What follows belongs to an exercise in optimizing a design on an open flow for small area, a short achievable clock period and few clock cycles per item; a production flow would make more cautious choices.
The RTL was checked by simulation tests, not by an equivalence proof against the original design.

File: flow/run.sh
#!/bin/bash
# synth_recipe.tcl (not shown) runs the flow's synth.tcl, then flattens the netlist and writes it again
# the make line also repeats each setting of config.mk as NAME=value (left out here)
make -C /OpenROAD-flow-scripts/flow DESIGN_CONFIG=/design/flow/config.mk WORK_HOME=/design/flow/orfs CLKGATE_MAP_FILE= SYNTH_SCRIPT=/design/flow/synth_recipe.tcl finish
File: flow/config.mk
export PLATFORM = sky130hd
export DESIGN_NAME = comp_blend
export DESIGN_NICKNAME = comp_blend
export VERILOG_FILES = /design/flow/design.v
export SDC_FILE = /design/flow/constraint.sdc
export NUM_CORES = 4
export LEC_CHECK = 0
export CAP_MARGIN = 20
export CORE_MARGIN = 2
export CORE_UTILIZATION = 40
export SLEW_MARGIN = 20
File: flow/constraint.sdc
create_clock -name core_clock -period 13.0 [get_ports {clk}]
set_input_delay 2.6000 -clock core_clock [delete_from_list [all_inputs] [get_ports {clk}]]
set_output_delay 2.6000 -clock core_clock [all_outputs]
set_load 0.01 [all_outputs]
File: flow/design.v
module comp_blend (
    input  wire        clk,
    input  wire        rst,           
    input  wire        in_valid,
    output wire        in_ready,
    input  wire        in_last,       
    input  wire        in_l0,         
    input  wire [1:0]  in_mode,       
    input  wire        in_safety,
    input  wire [19:0] in_src_r,      
    input  wire [19:0] in_src_g,
    input  wire [19:0] in_src_b,
    input  wire [1:0]  in_akind,      
    input  wire [7:0]  in_acode,
    input  wire [15:0] in_alpha,      
    input  wire [15:0] in_daylight,   
    input  wire [15:0] in_tw_r,       
    input  wire [15:0] in_tw_g,
    input  wire [15:0] in_tw_b,
    output reg         out_valid,
    input  wire        out_ready,
    output reg  [63:0] out_word
);
    localparam [19:0] FULL = 20'hFFFFF;
    localparam [20:0] ONE  = 21'h100000;
    wire adv = !out_valid || out_ready;
    assign in_ready = adv;
    reg [19:0] a20;
    always @(*) begin
        case (in_akind)
            2'd0:    a20 = FULL;
            2'd1:    a20 = in_acode[1:0] * 20'h55555;
            default: a20 = {in_acode, 12'd0} | {8'd0, in_acode, 4'd0} | {16'd0, in_acode[7:4]};
        endcase
    end
    wire [16:0] alpha_a  = {1'b0, in_alpha} + {16'd0, in_alpha[15]};
    wire [36:0] a_prod   = a20 * alpha_a;
    wire [20:0] a_rnd    = (a_prod + 37'h8000) >> 16;
    wire [19:0] a_sat    = (a_rnd > {1'b0, FULL}) ? FULL : a_rnd[19:0];
    wire [20:0] a21      = {1'b0, a_sat} + {20'd0, a_sat[19]};
    function [19:0] topup;
        input [19:0] s;
        input [15:0] day;
        input [15:0] tw;
        reg [35:0] p;
        reg [20:0] r;
        begin
            p = {day, 4'd0} * tw;
            r = (p + 36'h4000) >> 15;
            topup = (r > {1'b0, s}) ? 20'd0 : s - r[19:0];
        end
    endfunction
    wire [19:0] s_r = in_l0 ? topup(in_src_r, in_daylight, in_tw_r) : in_src_r;
    wire [19:0] s_g = in_l0 ? topup(in_src_g, in_daylight, in_tw_g) : in_src_g;
    wire [19:0] s_b = in_l0 ? topup(in_src_b, in_daylight, in_tw_b) : in_src_b;
    reg        v1, last1, l01, safety1;
    reg [1:0]  mode1;
    reg [19:0] s1_r, s1_g, s1_b;
    reg [20:0] a21_1;
    always @(posedge clk) begin
        if (rst) begin
            v1 <= 1'b0;
        end else if (adv) begin
            v1 <= in_valid;
        end
        if (adv) begin
            last1   <= in_last;
            l01     <= in_l0;
            safety1 <= in_safety;
            mode1   <= in_mode;
            s1_r    <= s_r;
            s1_g    <= s_g;
            s1_b    <= s_b;
            a21_1   <= a21;
        end
    end
    wire [40:0] sa_r = s1_r * a21_1;
    wire [40:0] sa_g = s1_g * a21_1;
    wire [40:0] sa_b = s1_b * a21_1;
    wire [20:0] inv  = ONE - a21_1;
    wire [20:0] sv_r = (sa_r + 41'h80000) >> 20;
    wire [20:0] sv_g = (sa_g + 41'h80000) >> 20;
    wire [20:0] sv_b = (sa_b + 41'h80000) >> 20;
    reg        v2, last2, l02, safety2, anz2;
    reg [1:0]  mode2;
    reg [40:0] sa2_r, sa2_g, sa2_b;
    reg [20:0] v2_r, v2_g, v2_b;      
    reg [20:0] m2_r, m2_g, m2_b;      
    reg [20:0] inv2;
    always @(posedge clk) begin
        if (rst) begin
            v2 <= 1'b0;
        end else if (adv) begin
            v2 <= v1;
        end
        if (adv) begin
            last2   <= last1;
            l02     <= l01;
            safety2 <= safety1;
            anz2    <= (a21_1 != 21'd0);
            mode2   <= mode1;
            sa2_r   <= sa_r;
            sa2_g   <= sa_g;
            sa2_b   <= sa_b;
            v2_r    <= sv_r;
            v2_g    <= sv_g;
            v2_b    <= sv_b;
            m2_r    <= sv_r + inv;
            m2_g    <= sv_g + inv;
            m2_b    <= sv_b + inv;
            inv2    <= inv;
        end
    end
    function [39:0] blend;
        input [1:0]  mode;
        input [40:0] sa;       
        input [20:0] v;        
        input [20:0] m;        
        input [20:0] inv;      
        input [19:0] d;
        input [19:0] t;
        reg   [41:0] acc;
        reg   [40:0] pd, pt;
        reg   [20:0] sum;
        reg   [19:0] nd, nt;
        begin
            case (mode)
                2'd0: begin                                    
                    pd  = d * inv;
                    pt  = t * inv;
                    acc = {1'b0, sa} + {1'b0, pd} + 42'h80000;
                    nd  = acc[39:20];
                    nt  = (pt + 41'h80000) >> 20;
                end
                2'd1: begin                                    
                    sum = {1'b0, d} + v;
                    nd  = (sum > {1'b0, FULL}) ? FULL : sum[19:0];
                    nt  = t;
                end
                2'd2: begin                                    
                    pd  = d * m;
                    pt  = t * m;
                    nd  = (pd + 41'h80000) >> 20;
                    nt  = (pt + 41'h80000) >> 20;
                end
                default: begin                                 
                    if (v > {1'b0, d}) begin
                        nd = v[19:0];
                        nt = 20'd0;
                    end else begin
                        nd = d;
                        nt = t;
                    end
                end
            endcase
            blend = {nt, nd};
        end
    endfunction
    reg [19:0] d_r, d_g, d_b, t_r, t_g, t_b;
    reg        safe;
    wire [39:0] bl_r = blend(mode2, sa2_r, v2_r, m2_r, inv2, d_r, t_r);
    wire [39:0] bl_g = blend(mode2, sa2_g, v2_g, m2_g, inv2, d_g, t_g);
    wire [39:0] bl_b = blend(mode2, sa2_b, v2_b, m2_b, inv2, d_b, t_b);
    wire [19:0] nd_r = bl_r[19:0];
    wire [19:0] nd_g = bl_g[19:0];
    wire [19:0] nd_b = bl_b[19:0];
    wire [19:0] nt_r = l02 ? bl_r[19:0] : bl_r[39:20];
    wire [19:0] nt_g = l02 ? bl_g[19:0] : bl_g[39:20];
    wire [19:0] nt_b = l02 ? bl_b[19:0] : bl_b[39:20];
    wire        nsafe = safe | (safety2 & anz2);
    reg        fin_v, fin_safe;
    reg [19:0] fd_r, fd_g, fd_b, ft_r, ft_g, ft_b;
    always @(posedge clk) begin
        if (rst) begin
            fin_v <= 1'b0;
            safe  <= 1'b0;
            d_r <= 20'd0; d_g <= 20'd0; d_b <= 20'd0;
            t_r <= 20'd0; t_g <= 20'd0; t_b <= 20'd0;
        end else if (adv) begin
            fin_v <= v2 && last2;
            if (v2) begin
                if (last2) begin
                    safe <= 1'b0;
                    d_r <= 20'd0; d_g <= 20'd0; d_b <= 20'd0;
                    t_r <= 20'd0; t_g <= 20'd0; t_b <= 20'd0;
                end else begin
                    safe <= nsafe;
                    d_r <= nd_r; d_g <= nd_g; d_b <= nd_b;
                    t_r <= nt_r; t_g <= nt_g; t_b <= nt_b;
                end
            end
        end
        if (adv) begin
            fin_safe <= nsafe;
            fd_r <= nd_r; fd_g <= nd_g; fd_b <= nd_b;
            ft_r <= nt_r; ft_g <= nt_g; ft_b <= nt_b;
        end
    end
    wire [21:0] sum_d = fd_r + fd_g + fd_b;
    wire [21:0] sum_t = ft_r + ft_g + ft_b;
    wire [26:0] num   = {sum_t, 4'd0} + sum_d;
    reg [3:0] share;
    integer k;
    always @(*) begin
        share = 4'd0;
        if (sum_d != 22'd0)
            for (k = 1; k <= 8; k = k + 1)
                if (num >= 2 * k * sum_d)
                    share = share + 4'd1;
    end
    wire [3:0] tag = fin_safe ? 4'hF : share;
    always @(posedge clk) begin
        if (rst) begin
            out_valid <= 1'b0;
        end else if (adv) begin
            out_valid <= fin_v;
        end
        if (adv && fin_v)
            out_word <= {tag, fd_b, fd_g, fd_r};
    end
endmodule
==> flow_metrics.env <==
export IMPL_status="no timing/DRC/antenna violations"
export IMPL_min_delay_start="mode1[1]"
export IMPL_period_minus_slack_ps=12070
export IMPL_layout_drive_gt1_share=0.0318
export IMPL_die_y_um=850
export IMPL_viasPerCell=5.28
export IMPL_grt_max_degree=120
export IMPL_ys_flop_type="edfxtp_1"
export IMPL_cp_slowest_cell="edfxtp_1"
export IMPL_worstPathMaxFanout=37
export IMPL_wire_per_inst_um=21.7
export IMPL_first_global_vias=230000
export IMPL_hpwl_um=684000
export IMPL_fin_setup_tns_ps=0
export IMPL_end_kind="flop"
export IMPL_worstHoldPathCells=0
export IMPL_syn_area_um2=286000
export IMPL_ios=225
export IMPL_cts_setup_buffers=0
export IMPL_synthTopCellsByCount="inv_1 (7124), fa_1 (6021), nand2_1 (5094)"
export IMPL_overflow=0
export IMPL_rsz0062_at_grt="no"
export IMPL_drc=0
export IMPL_groute_usage_overall=0.245
export IMPL_path_delay_family="adder cells"
export IMPL_antenna_left=0
export IMPL_setup_viol=0
export IMPL_synth_distinct_cells=111
export IMPL_clock_fmax_mhz=82.8
export IMPL_initial_core_util=0.402
export IMPL_hold_viol_final=0
export IMPL_grt_use_met2=0.407
export IMPL_postSynth_asyncResetShare=0
export IMPL_cts_made_buffers=89
export IMPL_drt_iter0_drc=16200
export IMPL_netlist_top_cell_by_area="fa_1"
export IMPL_die_area_um2=722000
export IMPL_root_buffer="clkbuf_16"
export IMPL_core_um2=713000
export IMPL_clk_latency_ps=800
export IMPL_dpl_instance_area_um2=299000
export IMPL_clockBufferDepth=3
export IMPL_rows=310
export IMPL_numClockSinks=669
export IMPL_firstDrtPassIters=8
export IMPL_drv_slew=0
export IMPL_r2r_end="m2_b[20]"
export IMPL_synth_most_common_cell="inv_1"
export IMPL_min_to="mode2[1]"
export IMPL_chipWidth_um=850
export IMPL_cp_start_kind="flop"
export IMPL_grt_busiest_layer="met2"
export IMPL_fin_crit_sh=0.929
export IMPL_syn_inst=31900
export IMPL_cts_tree="built"
export IMPL_max_cap_violations=0
export IMPL_cts_max_level=3
export IMPL_yosysSeqAreaShare=0.0658
export IMPL_grt_use_met3=0.0369
export IMPL_critPathBufInv=4
export IMPL_cp_data_required_time_ps=13510
export IMPL_final_nets=40700
export IMPL_cpPeakStageDelay_ps=960
export IMPL_crit_path_frequent_cell="fa_1"
export IMPL_worstSetupPathType="flop to flop"
export IMPL_clk_pin_slew_worst_paths_ps=70
export IMPL_fin_skew_ps=64.0
export IMPL_antenna_found_initial=76
export IMPL_ys_ff_latch=669
export IMPL_synth_edf_count=544
export IMPL_place_gp_congestion=0.927
export IMPL_grt_pass1_wl_um=1370000
export IMPL_portBuffers=224
export IMPL_synth_area_top_cells="fa_1 (42%), ha_1 (15%), inv_1 (9.3%), nand2_1 (6.7%), edfxtp_1 (5.7%)"
export IMPL_synth_top_area_frac=0.421
export IMPL_met1_usage=0.329
export IMPL_rr_worst_depth=37
export IMPL_ys_warn_count=1
export IMPL_min_path_type="flop to flop"
export IMPL_r2r_slack_ps=930
export IMPL_stdcell_area_um2=302000
export IMPL_critPathArrivalTime_ps=12590
export IMPL_max_slew_worst_pin_slew_ps=1230
export IMPL_r2r_start="a21_1[13]"
export IMPL_synthesis_nets=41500
export IMPL_postCtsHoldBufs=0
export IMPL_wl_um=881000
export IMPL_slew_headroom=0.181
export IMPL_avgSynthCellArea_um2=8.97
export IMPL_vias=215000
export IMPL_cts_resized=0
export IMPL_areaGrowthSynthToFinish_pct=5.56
stage by stage:
step	setup WS, ps	hold slack [ps]	util	std cells
global route	348	424	0.424	40700
detailed placement	198	405	0.419	40500
global placement	226	403	0.419	40500
finish	929	420	0.424	40700
floorplan	1560	400	-	31900
CTS	996	420	0.424	40700
worst register-to-register path: cells and delay by family, from the launching register on:
family	cells	cell delay, ps
XOR/XNOR	4	1200
adder cells (fa/ha/maj)	9	4320
flip-flops	1	960
AND/OR/NAND/NOR	6	1480
AO/OA/AOI/OAI	14	3080
buffers and inverters	4	810
layout make-up:
class / instances / area [µm²]
Fill cell: 70200 / 410000
Multi-Input combinational cell: 22400 / 234000
Inverter: 7126 / 26700
Sequential cell: 669 / 18900
Tap cell: 9516 / 11900
Timing Repair Buffer: 777 / 6780
Clock buffer: 93 / 2260
Clock inverter: 73 / 976
Antenna cell: 23 / 57.6
cell usage in the layout (no fill, tap or decap), drive strengths merged, types with 126 or more instances in the layout:
master	instances
nand2b	126
xnor2	604
o21ai	450
edfxtp	544
and2	2517
clkdlybuf4s50	208
buf	569
nand3	208
xor2	293
nor2	614
a21o	366
inv	7143
fa	6021
ha	3409
nand2	5094
nor3	186
a21oi	665
flip-flops by register name, summed over array words and instances (netlist names), 21 cells and up:
name	count
out_word	64
sa2_b	40
sa2_g	40
sa2_r	40
a21_1	21
inv2	21
m2_b	21
m2_g	21
m2_r	21
v2_b	21
v2_g	21
v2_r	21
per-layer routing:
layer	vias to the layer above	wire (µm)
met4	30	34900
met3	1436	69900
met1	111000	367000
li1	94600	-
met5	-	205
met2	7954	409000
worst max path at each step:
stage / startpoint / to / slack [ps] / depth (start not counted)
CTS: in_daylight[0] / s1_r[5] / 1000 / 36
floorplan: in_daylight[6] / s1_r[11] / 1560 / 37
finish: a21_1[13] / m2_b[20] / 930 / 37
detailed placement: in_daylight[0] / s1_r[5] / 200 / 36
global placement: in_daylight[0] / s1_r[3] / 230 / 36
global route: a21_1[13] / m2_b[20] / 350 / 37
logic make-up after synthesis:
kind of cell    Yosys count  share of synthesized area
xor+xnor                901                     0.0278
buf+inv                8811                      0.116
fa+ha+maj              9431                      0.570
compound gates         2642                     0.0622
mux                      93                    0.00410
simple gates           9349                      0.154
flops                   669                     0.0658
Testbench counts, summed over its fixed seeds: cycles 45,854, planes 45,830.

==> what the ideal ports hide <==
In the flow no input, the clock included, has a driving cell. The finished layout below was timed again as built, in two steps.
Step 1 assumes that a clkbuf_16 drives the clock port and a buf_2 every other input.
Step 2, shift: input delay + t, output delay - t, t = (earliest + latest rising clock arrival at the registers) / 2. This alone moves slack from input paths to output paths.
Three values: ideal ports, drivers, drivers and shift; two values: the first two.
t, ns: 0.895
setup WS [ns]: 0.929 / 0.929 / 0.219
worst slew at a driven data input, ns: 0.19
After both steps this run still meets setup and hold. The setup slack of this run moves by 0.000 ns with the drivers and by -0.710 ns with both steps.
